From an optimization exercise on the open Yosys and OpenROAD flow, aimed at small area, a short achievable clock period and few clock cycles per item; shortcuts taken in it are not production practice. Function was checked by simulation only, so behaviour that the tests miss may differ from the original.

## aes_cmac256
module aes_cmac256 (
  input  wire         clk,
  input  wire         rst,         
  output wire         in_ready,    
  input  wire         key_valid,
  input  wire [255:0] key,
  input  wire         blk_valid,
  input  wire [127:0] blk_data,
  input  wire         blk_last,
  input  wire [4:0]   blk_len,     
  output reg          tag_valid,
  output wire [127:0] tag
);
For scale: roughly 6700 cells after synthesis, ~780 flip-flops, ~520 I/O pins, roughly 64000 um^2 of cells after synthesis.
export LEC_CHECK = 0
export CAP_MARGIN = 20
export CORE_MARGIN = 2
export CORE_UTILIZATION = 55
export PLACE_DENSITY = 0.65
export SLEW_MARGIN = 20
create_clock -name core_clock -period 9.0 [get_ports {clk}]
standard.sh (not shown) runs the stock make flow with config.mk's settings and CLKGATE_MAP_FILE= SYNTH_SCRIPT=/design/flow/synth_recipe.tcl, a recipe that flattens the netlist after the stock synthesis.
==> flow/flow/run.sh <==
#!/bin/bash
set -euo pipefail
W=$PWD
F=$W/flow
mkdir -p $W/mysynth

# ORFS's synth.tcl with only the ABC script swapped.
python3 - "$FLOW_HOME/scripts/synth.tcl" "$W/mysynth/synth.tcl" "$F/abc_map.script" <<'PY'
import sys
src, dst, script = sys.argv[1:]
s = open(src).read()
old = "  log_cmd abc {*}$abc_args\n"
assert s.count(old) == 1, "synth.tcl changed"
s = s.replace(old, "  set abc_args [lreplace $abc_args 1 1 %s]\n%s" % (script, old))
open(dst, "w").write(s)
PY
grep -q 'source $::env(SCRIPTS_DIR)/synth.tcl' synth_recipe.tcl
sed "s#source \$::env(SCRIPTS_DIR)/synth.tcl#source $W/mysynth/synth.tcl#" synth_recipe.tcl > $W/mysynth/synth_recipe.tcl

# standard.sh's make command, with that script, for the synth target only.
line=$(grep '^make ' standard.sh)
line=${line/SYNTH_SCRIPT=$W\/synth_recipe.tcl/SYNTH_SCRIPT=$W/mysynth/synth_recipe.tcl}
line=${line/\"\$\{@:-finish\}\"/synth}
grep -q "SYNTH_SCRIPT=$W/mysynth/synth_recipe.tcl" <<< "$line"
echo "$line" > $W/mysynth/make_synth.sh
bash $W/mysynth/make_synth.sh > $W/synth.log 2>&1

export BUFFER_PORTS_ARGS="-buffer_cell sky130_fd_sc_hd__buf_1"
bash standard.sh > $W/layout.log 2>&1
test -f out/final.def
==> flow/flow/abc_map.script <==
strash
&get -n
&fraig -x
&put
scorr
dc2
strash
&get -n
&dch -f
&nf
&put
buffer -c
topo
stime -c
upsize -c
dnsize -c
Testbench counts at the start, summed over its fixed seeds: cycles 10,116, blocks 637.
==> next run, changes <==
==> flow/flow/abc_map.script (replaced) <==
strash
&get -n
&fraig -x
&put
scorr
dc2
strash
&get -n
&dch -f
&nf
&put
--- a/flow/config.mk
+++ b/flow/config.mk
@@ -11,2 +11,3 @@
 export PLACE_DENSITY = 0.65
+export SETUP_SLACK_MARGIN = 3
 export SLEW_MARGIN = 20
Effect: Non-clock buffer count is higher by 333. Global-route usage rises by 0.31 points. Synthesized cell count fell by 4.1%. Clock skew is higher by 0.013 ns. Maximum frequency goes up by 24%. First-iteration DRC count decreases by 3.8%. Area after synthesis shrinks by 2.9%. Cell count rose by 3.7%.
==> next run, changes <==
==> flow/flow/abc_map.script (replaced) <==
strash
&get -n
&fraig -x
&put
scorr
dc2
strash
&get -n
&dch -f
&nf
&put
buffer -c
topo
stime -c
upsize -c
dnsize -c
--- a/flow/config.mk
+++ b/flow/config.mk
@@ -10,2 +10,3 @@
 export CORE_UTILIZATION = 55
+export CTS_BUF_LIST = sky130_fd_sc_hd__clkbuf_8
 export PLACE_DENSITY = 0.65
Wire length rose by a few percent.
Synthesized area rose by a few percent.
Non-clock buffer count fell by 32.
Final cell count rose slightly.
Global-route usage rose by 1.0 points.
Worst hold slack degrades by 0.0086 ns.
Core utilization fell by 2.1 points.
Fmax rose slightly.
Die area rose by a few percent.
Critical path depth fell by 1.
==> next run, changes <==
--- a/flow/config.mk
+++ b/flow/config.mk
@@ -9,5 +9,5 @@
 export CORE_MARGIN = 2
-export CORE_UTILIZATION = 55
+export CORE_UTILIZATION = 50
 export CTS_BUF_LIST = sky130_fd_sc_hd__clkbuf_8
-export PLACE_DENSITY = 0.65
+export PLACE_DENSITY = 0.8
 export SETUP_SLACK_MARGIN = 3
Routed wire length is higher by 0.79%. Register-to-register slack barely changes. Global-route usage fell by 4.1 points. Critical path depth goes up by 1.
==> next run, changes <==
--- a/flow/config.mk
+++ b/flow/config.mk
@@ -9,5 +9,4 @@
 export CORE_MARGIN = 2
-export CORE_UTILIZATION = 50
-export CTS_BUF_LIST = sky130_fd_sc_hd__clkbuf_8
-export PLACE_DENSITY = 0.8
+export CORE_UTILIZATION = 55
+export PLACE_DENSITY = 0.65
 export SETUP_SLACK_MARGIN = 3
=> Die area goes down by 9.0%; critical path depth goes down by 2; register-to-register slack stays flat; cell count goes down by 2.1%; count of clock-buffer cells in the layout goes down by 33; first-iteration DRC count goes down by 9.5%; global-route usage goes up by 3.9 points; setup slack is better by 0.011 ns; wire length goes down by 0.98%.

[afterwards: timing with drivers on the ports]
No port has a modelled driver above. Below, the same layouts with a new extraction and two added sets of constraints.
Step 1 assumes that a clkbuf_16 drives the clock port and a buf_2 every other input.
Step 2 times the ports against the registers' clock, not the clock port: input delays grow and output delays shrink by t, the midpoint of the rising clock arrivals with the driver on.
Slacks: no drivers / after step 1 / after step 2; pairs: no drivers / after step 1.
run | shift t [ns] | slack for setup (ns) | worst register clock-pin slew, ns | worst data-port slew with drivers (ns)
the first run | 0.788 | 1.463 / 1.463 / 1.463 | 0.07 / 0.07 | 0.19
the second run | 0.798 | 2.926 / 2.926 / 2.887 | 0.07 / 0.07 | 0.10
the third run | 0.976 | 3.002 / 3.002 / 2.758 | 0.07 / 0.07 | 0.12
the fourth run | 0.968 | 2.988 / 2.988 / 2.960 | 0.07 / 0.07 | 0.21
the fifth run | 0.780 | 2.998 / 2.998 / 2.831 | 0.07 / 0.07 | 0.11
After both steps every run listed still meets setup and hold. The setup slack of the third run, which loses most, moves by 0.000 ns with the drivers and by -0.244 ns with both steps.
